Background: an optimization exercise with open tools, aiming at small area. Do not read the settings as production practice.
Function was checked by simulation only, so behaviour that the tests miss may differ from the original.

// loop_engine
module loop_engine (
    input  wire        clk,
    input  wire        rst_n,
    input  wire        cfg_we,
    input  wire [5:0]  cfg_addr,
    input  wire [15:0] cfg_wdata,
    input  wire        start,
    input  wire [19:0] vref,
    input  wire [19:0] vctl,
    input  wire [15:0] vin_sample,
    input  wire [15:0] ff_pred,
    input  wire [3:0]  n_active,
    input  wire        mem_dom,
    output wire        done,
    output wire [15:0] u_q,
    output wire [14:0] ipk,
    output wire [11:0] duty,
    output wire        sat_hi,
    output wire        sat_lo
);
    reg [14:0] ki;
    reg [3:0]  ki_shift;
    reg [15:0] kd;
    reg [15:0] k_vin;
    reg [13:0] k_pred;
    reg [15:0] out_min;
    reg [15:0] out_max;
    reg [14:0] int_lim;
    reg [12:0] vin_nom_l;    
    reg        ffv_en;
    reg        ffp_en;
    wire       a_hi = cfg_we & (cfg_addr[5:3] == 3'b100);
    wire       a_41 = cfg_we & (cfg_addr == 6'd41);
    wire       a_40 = cfg_we & (cfg_addr == 6'd40);
  ...
For scale: about 5500 cells after synthesis, about 820 flip-flops, roughly 150 I/O pins, ~45000 um^2 of cells after synthesis.
==> flow/config.mk <==
export PLATFORM = sky130hd
export DESIGN_NAME = loop_engine
export DESIGN_NICKNAME = loop_engine
export VERILOG_FILES = /design/flow/design.v
export SDC_FILE = /design/flow/constraint.sdc
export NUM_CORES = 4
export LEC_CHECK = 0
export ABC_AREA = 1
export CAP_MARGIN = 20
export CORE_MARGIN = 2
export CORE_UTILIZATION = 40
export CTS_BUF_LIST = sky130_fd_sc_hd__clkbuf_16
export CTS_CLUSTER_DIAMETER = 60
export CTS_CLUSTER_SIZE = 20
export SLEW_MARGIN = 20
==> flow/constraint.sdc <==
create_clock -name core_clock -period 50.0 [get_ports {clk}]
set_input_delay 10.0000 -clock core_clock [delete_from_list [all_inputs] [get_ports {clk}]]
set_output_delay 10.0000 -clock core_clock [all_outputs]
set_load 0.01 [all_outputs]
run.sh (not shown) runs the stock make flow with config.mk's settings and CLKGATE_MAP_FILE= SYNTH_SCRIPT=/design/flow/synth_recipe.tcl, a recipe that flattens the netlist after the stock synthesis.
The baseline produced a clean layout.
Then changed:
- CTS_BUF_LIST: sky130_fd_sc_hd__clkbuf_16 -> sky130_fd_sc_hd__clkbuf_8
- CTS_CLUSTER_DIAMETER: 60 -> 50
- CTS_CLUSTER_SIZE: 20 -> 12
Result: The changed run completed without violations. Via count increases by about 0.5%. Count of clock-buffer cells in the layout grows by 28. Register-to-register slack stays flat.

* * *

## wip/fjord
Another version of the RTL of loop_engine (not shown whole).
Size in the first run: roughly 820 flip-flops, ~45,000 um2 of cells after synthesis.
// loop_engine
module loop_engine (
    input  wire        clk,
    input  wire        rst_n,
    input  wire        cfg_we,
    input  wire [5:0]  cfg_addr,
    input  wire [15:0] cfg_wdata,
    input  wire        start,
    input  wire [19:0] vref,
    input  wire [19:0] vctl,
    input  wire [15:0] vin_sample,
    input  wire [15:0] ff_pred,
    input  wire [3:0]  n_active,
    input  wire        mem_dom,
    output wire        done,
    output wire [15:0] u_q,
    output wire [14:0] ipk,
    output wire [11:0] duty,
    output wire        sat_hi,
    output wire        sat_lo
);
==> flow/config.mk <==
export PLATFORM = sky130hd
export DESIGN_NAME = loop_engine
export DESIGN_NICKNAME = loop_engine
export VERILOG_FILES = /design/flow/design.v
export SDC_FILE = /design/flow/constraint.sdc
export NUM_CORES = 4
export LEC_CHECK = 0
export ABC_AREA = 1
export CAP_MARGIN = 20
export CORE_MARGIN = 2
export CORE_UTILIZATION = 40
export CTS_BUF_LIST = sky130_fd_sc_hd__clkbuf_8
export CTS_CLUSTER_DIAMETER = 50
export CTS_CLUSTER_SIZE = 12
export SLEW_MARGIN = 20
==> flow/constraint.sdc <==
create_clock -name core_clock -period 50.0 [get_ports {clk}]
set_input_delay 10.0000 -clock core_clock [delete_from_list [all_inputs] [get_ports {clk}]]
set_output_delay 10.0000 -clock core_clock [all_outputs]
set_load 0.01 [all_outputs]
standard.sh (not shown) runs the stock make flow with config.mk's settings and CLKGATE_MAP_FILE= SYNTH_SCRIPT=/design/flow/synth_recipe.tcl, a recipe that flattens the netlist after the stock synthesis.
==> flow/flow/run.sh <==
#!/bin/bash
# The standard layout (the standard.sh: standard synthesis, floorplan,
# placement, CTS, routing), with one change: the buffers that placement puts
# on every input and output port are the smallest buffer cell, buf_1,
# instead of the cell buffer_ports picks by default.
set -o pipefail
export BUFFER_PORTS_ARGS="-buffer_cell sky130_fd_sc_hd__buf_1"
bash standard.sh > standard.log 2>&1
wip/fjord: done, clean on timing, DRC and antenna
Here is what was changed in the inputs of wip/quartz compared with wip/fjord.
# wip/fjord
export LEC_CHECK = 0
export ABC_AREA = 1
export CAP_MARGIN = 20
export CORE_MARGIN = 2
export CORE_UTILIZATION = 40
export CTS_BUF_LIST = sky130_fd_sc_hd__clkbuf_8
export CTS_CLUSTER_DIAMETER = 50
export CTS_CLUSTER_SIZE = 12
export SLEW_MARGIN = 20
create_clock -name core_clock -period 50.0 [get_ports {clk}]
# wip/quartz
export LEC_CHECK = 0
export ABC_AREA = 1
export CAP_MARGIN = 20
export CORE_MARGIN = 2
export CORE_UTILIZATION = 60
export CTS_BUF_LIST = sky130_fd_sc_hd__clkbuf_8
export CTS_CLUSTER_DIAMETER = 60
export CTS_CLUSTER_SIZE = 16
export GPL_TIMING_DRIVEN = 0
export SLEW_MARGIN = 20
create_clock -name core_clock -period 50.0 [get_ports {clk}]
- Against wip/fjord, wip/quartz comes in 0.25 points higher on fraction of area in multi-input gates.
- Compared with wip/fjord, wip/quartz shows a higher routed wirelength normalized by instance count.
- wip/quartz vs. wip/fjord: first-pass GRT wire length now larger, number of standard cells in the layout, taps in and fillers out moved down, utilization now sits higher, area overhead of the layout relative to synthesis has decreased.
- Met1 usage, wip/fjord and wip/quartz: larger value in wip/quartz
- Delta (wip/quartz minus wip/fjord): sum of negative setup slack closely matched the old numbers, area of all placed cells without fillers decreased by 0.82% relative to the old numbers.
#### Input delta (wip/cedar over wip/quartz)
# wip/quartz
export LEC_CHECK = 0
export ABC_AREA = 1
export CAP_MARGIN = 20
export CORE_MARGIN = 2
export CORE_UTILIZATION = 60
export CTS_BUF_LIST = sky130_fd_sc_hd__clkbuf_8
export CTS_CLUSTER_DIAMETER = 60
export CTS_CLUSTER_SIZE = 16
export GPL_TIMING_DRIVEN = 0
export SLEW_MARGIN = 20
create_clock -name core_clock -period 50.0 [get_ports {clk}]
# wip/cedar
export LEC_CHECK = 0
export ABC_AREA = 1
export CAP_MARGIN = 20
export CORE_MARGIN = 2
export CORE_UTILIZATION = 75
export CTS_BUF_LIST = sky130_fd_sc_hd__clkbuf_8
export CTS_CLUSTER_DIAMETER = 50
export CTS_CLUSTER_SIZE = 14
export SLEW_MARGIN = 20
create_clock -name core_clock -period 50.0 [get_ports {clk}]
Findings:
- Of the two values seen for critical path endpoint, acc[26]$_DFF_P_ was produced by wip/quartz and acc[32]$_DFF_P_ by wip/cedar.
- Relative to wip/quartz, design area decreased by 1000 um2 in wip/cedar.
- Compared with wip/quartz, in wip/cedar wire length saw a decrease, core utilization picked up an extra 15 points, wire length of the first global-routing pass has decreased, number of signal-net buffers in the layout fell by about 50%, floorplan die area lost 20%.
- The setup slack of wip/cedar is larger than that of wip/quartz.
- wip/cedar improves on wip/quartz in number of vias in the routed layout.
The inputs of wip/yarrow differ from those of wip/cedar as listed below.
# wip/cedar
export LEC_CHECK = 0
export ABC_AREA = 1
export CAP_MARGIN = 20
export CORE_MARGIN = 2
export CORE_UTILIZATION = 75
export CTS_BUF_LIST = sky130_fd_sc_hd__clkbuf_8
export CTS_CLUSTER_DIAMETER = 50
export CTS_CLUSTER_SIZE = 14
export SLEW_MARGIN = 20
create_clock -name core_clock -period 50.0 [get_ports {clk}]
# wip/yarrow
export LEC_CHECK = 0
export ABC_AREA = 1
export CAP_MARGIN = 5
export CORE_MARGIN = 2
export CORE_UTILIZATION = 60
export CTS_BUF_LIST = sky130_fd_sc_hd__clkbuf_8
export CTS_CLUSTER_DIAMETER = 60
export CTS_CLUSTER_SIZE = 16
export SLEW_MARGIN = 5
create_clock -name core_clock -period 50.0 [get_ports {clk}]
### Flow results
Diff wip/cedar..wip/yarrow | area fraction of clock buffers and clock inverters | negligible
Changes observed in wip/yarrow relative to wip/cedar: instance count on the critical path moved up, worst hold slack moved down, normalized max-slew margin moved down.

what the ideal ports hide:
No port has a modelled driver above. Below, the same layouts with a new extraction and two added sets of constraints.
Step 1 sets driving cells, clkbuf_16 on the clock port and buf_2 on the other inputs (assumed; they add their load-dependent delay and slew).
Step 2 times the ports against the registers' clock, not the clock port: input delays grow and output delays shrink by t, the midpoint of the rising clock arrivals with the driver on.
a / b / c = no drivers / after step 1 / after step 2; a / b = the first two.
run | t (ns) | setup WS [ns] | worst hold slack (ns) | clock arrival spread, ns | slew at the worst register clock pin (ns)
the first run of note 1 | 0.714 | 19.092 / 19.092 / 19.092 | 0.357 / 0.357 / 0.357 | 0.056 / 0.056 | 0.08 / 0.08
the second run of note 1 | 0.821 | 19.079 / 19.079 / 19.079 | 0.360 / 0.360 / 0.360 | 0.088 / 0.087 | 0.09 / 0.09
wip/fjord | 0.819 | 14.345 / 14.345 / 14.345 | 0.355 / 0.355 / 0.355 | 0.058 / 0.058 | 0.09 / 0.09
wip/quartz | 0.776 | 13.794 / 13.794 / 13.794 | 0.362 / 0.362 / 0.362 | 0.095 / 0.095 | 0.11 / 0.11
wip/cedar | 0.781 | 14.327 / 14.327 / 14.327 | 0.362 / 0.362 / 0.362 | 0.059 / 0.058 | 0.10 / 0.10
wip/yarrow | 0.771 | 14.189 / 14.189 / 14.189 | 0.358 / 0.358 / 0.358 | 0.087 / 0.087 | 0.11 / 0.11
After both steps setup and hold are still met in every run listed.
